Source: an optimization exercise on an open RTL-to-GDS flow (aim: small area, a short achievable clock period and few clock cycles per item). Production flows keep margins and buffers that such runs may drop. Only simulation tests tie the RTL to the original design; equivalence was not proved. Power is estimated from default activity; no workload was simulated.

==> design.v <==
module fp32_divsqrt (
    input  wire        clk,
    input  wire        rst,
    input  wire        in_valid,
    output wire        in_ready,
    input  wire        in_op,         
    input  wire [31:0] in_a,
    input  wire [31:0] in_b,
    output reg         out_valid,
    output reg  [31:0] out_result,
    output reg  [3:0]  out_flags      
);
    localparam [31:0] QNAN = 32'h7FC0_0000;
    localparam [1:0] S_IDLE = 2'd0,
                     S_RUN  = 2'd1,
                     S_ROUND = 2'd2;
    reg  [1:0]  state;
    assign in_ready = (state == S_IDLE);
    wire accept = in_valid && in_ready;
    wire       as = in_a[31], bs = in_b[31];
    wire [7:0] ae = in_a[30:23], be = in_b[30:23];
    wire       a_zero = (ae == 8'd0);
    wire       b_zero = (be == 8'd0);
    wire       a_inf  = (ae == 8'hFF) && (in_a[22:0] == 23'd0);
    wire       b_inf  = (be == 8'hFF) && (in_b[22:0] == 23'd0);
    wire       a_nan  = (ae == 8'hFF) && (in_a[22:0] != 23'd0);
    wire       b_nan  = (be == 8'hFF) && (in_b[22:0] != 23'd0);
    wire [23:0] am = {1'b1, in_a[22:0]};
    wire [23:0] bm = {1'b1, in_b[22:0]};
    wire        qs = as ^ bs;
    reg        sp_hit;
    reg [31:0] sp_res;
    reg [3:0]  sp_flg;
    always @(*) begin
        sp_hit = 1'b1;
        sp_res = QNAN;
        sp_flg = 4'b0000;
        if (!in_op) begin
            if (a_nan || b_nan) begin
                sp_res = QNAN;
            end else if ((a_zero && b_zero) || (a_inf && b_inf)) begin
                sp_flg = 4'b0100;
            end else if (b_zero) begin
                sp_res = {qs, 8'hFF, 23'd0};
                if (!a_inf) sp_flg = 4'b1000;
            end else if (a_inf) begin
                sp_res = {qs, 8'hFF, 23'd0};
            end else if (b_inf || a_zero) begin
                sp_res = {qs, 31'd0};
            end else begin
                sp_hit = 1'b0;
            end
        end else begin
            if (a_nan) begin
                sp_res = QNAN;
            end else if (a_zero) begin
                sp_res = {as, 31'd0};
            end else if (as) begin
                sp_flg = 4'b0100;
            end else if (a_inf) begin
                sp_res = 32'h7F80_0000;
            end else begin
                sp_hit = 1'b0;
            end
        end
    end
    reg               op_r;
    reg               sign_r;
    reg signed [9:0]  exp_r;      
    reg [4:0]         cnt;
    reg [24:0]        q;          
    reg [28:0]        rem;        
    reg [23:0]        dvs;        
    reg [49:0]        rad;        
    wire              a_lt_b = (am < bm);
    wire [24:0]       div_rem0 = a_lt_b ? {am, 1'b0} : {1'b0, am};
    wire signed [9:0] div_exp0 = $signed({2'b00, ae}) - $signed({2'b00, be}) - (a_lt_b ? 10'sd1 : 10'sd0);
    wire signed [9:0] a_unb    = $signed({2'b00, ae}) - 10'sd127;
    wire [49:0]       sq_rad0  = a_unb[0] ? {am, 26'd0} : {1'b0, am, 25'd0};
    wire signed [9:0] sq_exp0  = a_unb >>> 1;
    wire [28:0] d_diff = rem - {5'd0, dvs};
    wire        d_ge   = !d_diff[28];
    wire [28:0] d_next = d_ge ? {d_diff[27:0], 1'b0} : {rem[27:0], 1'b0};
    wire [28:0] s_cur  = {rem[26:0], rad[49:48]};
    wire [28:0] s_try  = {2'b00, q[24:0], 2'b01};
    wire [28:0] s_diff = s_cur - s_try;
    wire        s_ge   = (s_cur >= s_try);
    wire        stk    = (rem != 29'd0);
    wire        inc    = q[0] & (stk | q[1]);
    wire [24:0] rmant  = {1'b0, q[24:1]} + {24'd0, inc};
    wire [22:0] rfrac  = rmant[24] ? rmant[23:1] : rmant[22:0];
    wire signed [9:0] rexp = rmant[24] ? exp_r + 10'sd1 : exp_r;
    wire        r_ovf  = (rexp > 10'sd127);
    wire        r_unf  = (rexp < -10'sd126);
    wire [7:0]  rbexp  = rexp[7:0] + 8'd127;
    always @(posedge clk) begin
        if (rst) begin
            state     <= S_IDLE;
            out_valid <= 1'b0;
        end else begin
            out_valid <= 1'b0;
            case (state)
                S_IDLE: begin
                    if (accept) begin
                        if (sp_hit) begin
                            out_valid  <= 1'b1;
                            out_result <= sp_res;
                            out_flags  <= sp_flg;
                        end else begin
                            state <= S_RUN;
                        end
                    end
                end
                S_RUN: begin
                    if (cnt == 5'd0) state <= S_ROUND;
                end
                S_ROUND: begin
                    state     <= S_IDLE;
                    out_valid <= 1'b1;
                    if (r_ovf) begin
                        out_result <= {sign_r, 8'hFF, 23'd0};
                        out_flags  <= 4'b0001;
                    end else if (r_unf) begin
                        out_result <= {sign_r, 31'd0};
                        out_flags  <= 4'b0010;
                    end else begin
                        out_result <= {sign_r, rbexp, rfrac};
                        out_flags  <= 4'b0000;
                    end
                end
                default: state <= S_IDLE;
            endcase
        end
    end
    always @(posedge clk) begin
        if (state == S_IDLE) begin
            op_r <= in_op;
            cnt  <= 5'd24;
            q    <= 25'd0;
            dvs  <= bm;
            if (!in_op) begin
                sign_r <= qs;
                exp_r  <= div_exp0;
                rem    <= {4'd0, div_rem0};
                rad    <= 50'd0;
            end else begin
                sign_r <= 1'b0;
                exp_r  <= sq_exp0;
                rem    <= 29'd0;
                rad    <= sq_rad0;
            end
        end else if (state == S_RUN) begin
            cnt <= cnt - 5'd1;
            if (!op_r) begin
                q   <= {q[23:0], d_ge};
                rem <= d_next;
            end else begin
                q   <= {q[23:0], s_ge};
                rem <= s_ge ? s_diff : s_cur;
                rad <= {rad[47:0], 2'b00};
            end
        end
    end
endmodule
==> run.sh <==
#!/bin/bash
# synth_recipe.tcl (not shown) runs the flow's synth.tcl, then flattens the netlist and writes it again
# the make line also repeats each setting of config.mk as NAME=value (left out here)
make -C /OpenROAD-flow-scripts/flow DESIGN_CONFIG=/design/flow/config.mk WORK_HOME=/design/flow/orfs CLKGATE_MAP_FILE= SYNTH_SCRIPT=/design/flow/synth_recipe.tcl finish
==> config.mk <==
export PLATFORM = sky130hd
export DESIGN_NAME = fp32_divsqrt
export DESIGN_NICKNAME = fp32_divsqrt
export VERILOG_FILES = /design/flow/design.v
export SDC_FILE = /design/flow/constraint.sdc
export NUM_CORES = 4
export LEC_CHECK = 0
export CAP_MARGIN = 20
export CORE_MARGIN = 2
export CORE_UTILIZATION = 40
export SLEW_MARGIN = 20
==> constraint.sdc <==
create_clock -name core_clock -period 10.0 [get_ports {clk}]
set_input_delay 2.0000 -clock core_clock [delete_from_list [all_inputs] [get_ports {clk}]]
set_output_delay 2.0000 -clock core_clock [all_outputs]
set_load 0.01 [all_outputs]
==> impl_metrics.py <==
metrics = {
    "drt": {
        "via_count": 10733,
        "drt_pass1_iterations": 5,
        "antenna_left": 0,
        "avgViaCountPerCell": 5.68,
        "drc_errors": 0,
        "drtIter0Drc": 792,
        "routedWlPerCell_um": 18.2,
        "drt_wl_total_um": 34500,
    },
    "yosys": {
        "synth_edf_count": 125,
        "synth_cells": 1399,
        "postSynthAreaPerCell_um2": 8.88,
        "synth_common_cells": "150 x nand2_1, 125 x edfxtp_1, 125 x o21ai_0, 101 x inv_1, 95 x nor2_1",
        "synth-main-ff-cell": "edfxtp_1",
        "synth-seq-cells": 158,
        "synth_nets": 1558,
        "synthDistinctLibCells": 89,
        "synthArstFlopShare": 0,
        "ys_warn_count": 1,
        "synth.top_cells.by_area": "edfxtp_1 30%, ha_1 9.0%, mux2i_1 5.6%",
        "synth_top_area_cell": "edfxtp_1",
        "synth_top_area_frac": 0.302,
        "yosys.cell_count.top_type": "nand2_1",
        "synth_area_mm2": 0.0124,
        "seq_area_frac_synth": 0.355,
    },
    "hold_path": {
        "hold_depth": 2,
        "hp-class": "flop to flop",
    },
    "global_routing": {
        "grt_max_degree": 57,
        "grt_first_pass_wirelength_um": 55200,
        "overflow": 0,
        "track_usage": 0.211,
        "antenna_found_initial": 0,
        "grt_pass1_vias": 10072,
    },
    "clock_tree": {
        "post_cts_resized": 0,
        "post_cts.repair.setup_buffers": 0,
        "hold_buffers": 0,
        "cts-buffers-inserted": 17,
        "clock_path_buffers": 2,
        "cts_tree": "yes",
        "clock_latency_ns": 0.44,
        "cts_max_level": 4,
        "path_clk_slew_ns": 0.07,
        "root_buffer": "clkbuf_16",
        "clock-sinks": 158,
    },
    "critical_path": {
        "r2r_cells": 12,
        "crit_required_ns": 10.15,
        "cp_max_fo": 26,
        "worstSetupPathType": "primary input to flop",
        "cp.arrival_ns": 5.58,
        "startpoint_type": "primary input",
        "critPathCaptureType": "flop",
    },
    "timing": {
        "fin_crit_sh": 0.544,
        "rsz0062_at_grt": "no",
        "fmaxAchievable_mhz": 184,
        "slew_viol_final": 0,
        "slew_headroom": 0.271,
        "skew_ns": 0.0177,
        "fin_tns_setup_ns": 0,
        "layout_min_cycle_time_ns": 5.44,
        "final_hold_viol_count": 0,
        "tightest_slew_ns": 1.09,
        "setup_viol": 0,
    },
    "floorplanning": {
        "coreArea_mm2": 0.0306,
        "die_x_um": 180,
        "pin_count": 106,
        "num_rows": 64,
        "start_util": 0.406,
        "die_h_um": 180,
        "die_area_mm2": 0.0325,
    },
    "placed_design": {
        "portBuffers": 105,
        "hpwl_um": 26800,
        "globalplace.congestion": 0.935,
    },
    "finish": {
        "fillers": 2963,
        "diodes": 0,
        "drive_gt1_frac": 0.0622,
        "fin_nets": 1641,
        "syn_to_final_growth_pct": 16.5,
    },
    "power_and_ir_drop": {
        "total_power_mw": 2.57,
        "p_leak_nw": 5.53,
        "vdd_drop_max_mv": 0.118,
        "power_density_mw_per_mm2": 178,
    },
    "job": {
        "maxCapViolations": 0,
    },
    "status": {
        "outcome": "timing/DRC/antenna clean",
    },
}
==> per-layer routing <==
metal / GRT usage / part of all wire / vias to the layer above
li1: - / - / 5315
met1: 0.307 / 0.49 / 5065
met2: 0.330 / 0.45 / 311
met3: 0.0277 / 0.048 / 42
met4: 0.0574 / 0.020 / 0
met5: 0 / 0 / -
==> worst paths after layout <==
check / startpoint / to / slack [ns]
max: in_a[10] / exp_r[8] / 4.56
min: q[0] / q[1] / 0.49
max reg2reg: rem[0] / rem[17] / 5.52
min reg2reg: q[0] / q[1] / 0.49
==> logic make-up after synthesis <==
family                   after synthesis  share of synthesized area
flip-flops                           158                      0.355
XOR/XNOR                              93                     0.0656
AO/OA/AOI/OAI                        351                      0.181
multiplexers                          84                     0.0691
AND/OR/NAND/NOR                      466                      0.187
adder cells (fa/ha/maj)               91                     0.0929
buffers and inverters                156                     0.0493
==> cell usage in the layout, fill, tap and decap left out, types with 42 or more instances in the layout <==
cell type / count
clkdlybuf4s50_1: 105
nand3_1: 42
o21ai_0: 125
a21oi_1: 67
mux2i_1: 70
xnor2_1: 63
nand2_1: 150
ha_1: 89
edfxtp_1: 125
inv_1: 100
nor2_1: 95
==> through the flow <==
step                      setup slack (ns)   util  hold slack (ns)  instance area (um2)  instances
after floorplan                       3.66      -            0.440                12400       1399
after global placement                4.26  0.453            0.471                13900       1859
after detailed placement              4.16  0.453            0.481                13900       1859
after CTS                             4.62  0.473            0.490                14500       1891
after global routing                  4.32  0.473            0.532                14500       1891
final                                 4.56  0.473            0.488                14500       1891
==> where the power goes <==
group,switching [mW],internal (mW),total (mW)
Clock,0.312,0.354,0.666
Combinational,0.589,0.453,1.04
Sequential,0.0805,0.784,0.864
==> critical path, stage by stage <==
cell and delay, ns:
clkdlybuf4s50_1 0.53, ha_1 0.38, a21oi_1 0.14, o21ai_0 0.09
o221a_2 0.25, a211o_1 0.32, a221oi_4 0.25, buf_4 0.40
ha_1 0.25, ha_1 0.19, nand3b_1 0.14, nor4_1 0.38
xnor2_1 0.15, o21ai_0 0.09
==> final cells by class <==
class                           count  area (um2)  share of cell area
Sequential cell                   158        4410               0.305
Clock buffer                       19         464              0.0321
Timing Repair Buffer              116        1130              0.0784
Inverter                          104         390              0.0270
Multi-Input combinational cell   1085        7430               0.514
Tap cell                          396         495              0.0343
Clock inverter                     13         136             0.00943
==> flip-flops by register name, summed over array words and instances, names as in the netlist, 2 cells and up <==
name and flops:
q 25, rad 25, cnt 5, dvs 23
rem 29, exp_r 10, state 2, out_result 32
out_flags 4
Testbench counts, summed over its fixed seeds: cycles 64,806, ops 2,400.

[afterwards: timing with drivers on the ports]
The flow's constraints put no driver on any port. The routed layout listed below was extracted and timed again, unchanged, in two steps. Step 1 sets driving cells, clkbuf_16 on the clock port and buf_2 on the other inputs (assumed; they add their load-dependent delay and slew). Step 2 adds t to the input delays and takes it off the output delays; t is the mean of the earliest and latest rising clock arrival at the registers after step 1. Input paths then give back, and output paths get back, about the clock's delay inside the block. Three values: no drivers, after step 1, after step 2; two values: the first two.
t (ns): 0.482
setup WS [ns]: 4.561 / 4.587 / 4.105
worst setup path after step 2: input to register
worst data-port slew with drivers (ns): 0.04
After both steps setup and hold are still met in this run. The setup slack of this run moves by +0.026 ns with the drivers and by -0.456 ns with both steps.
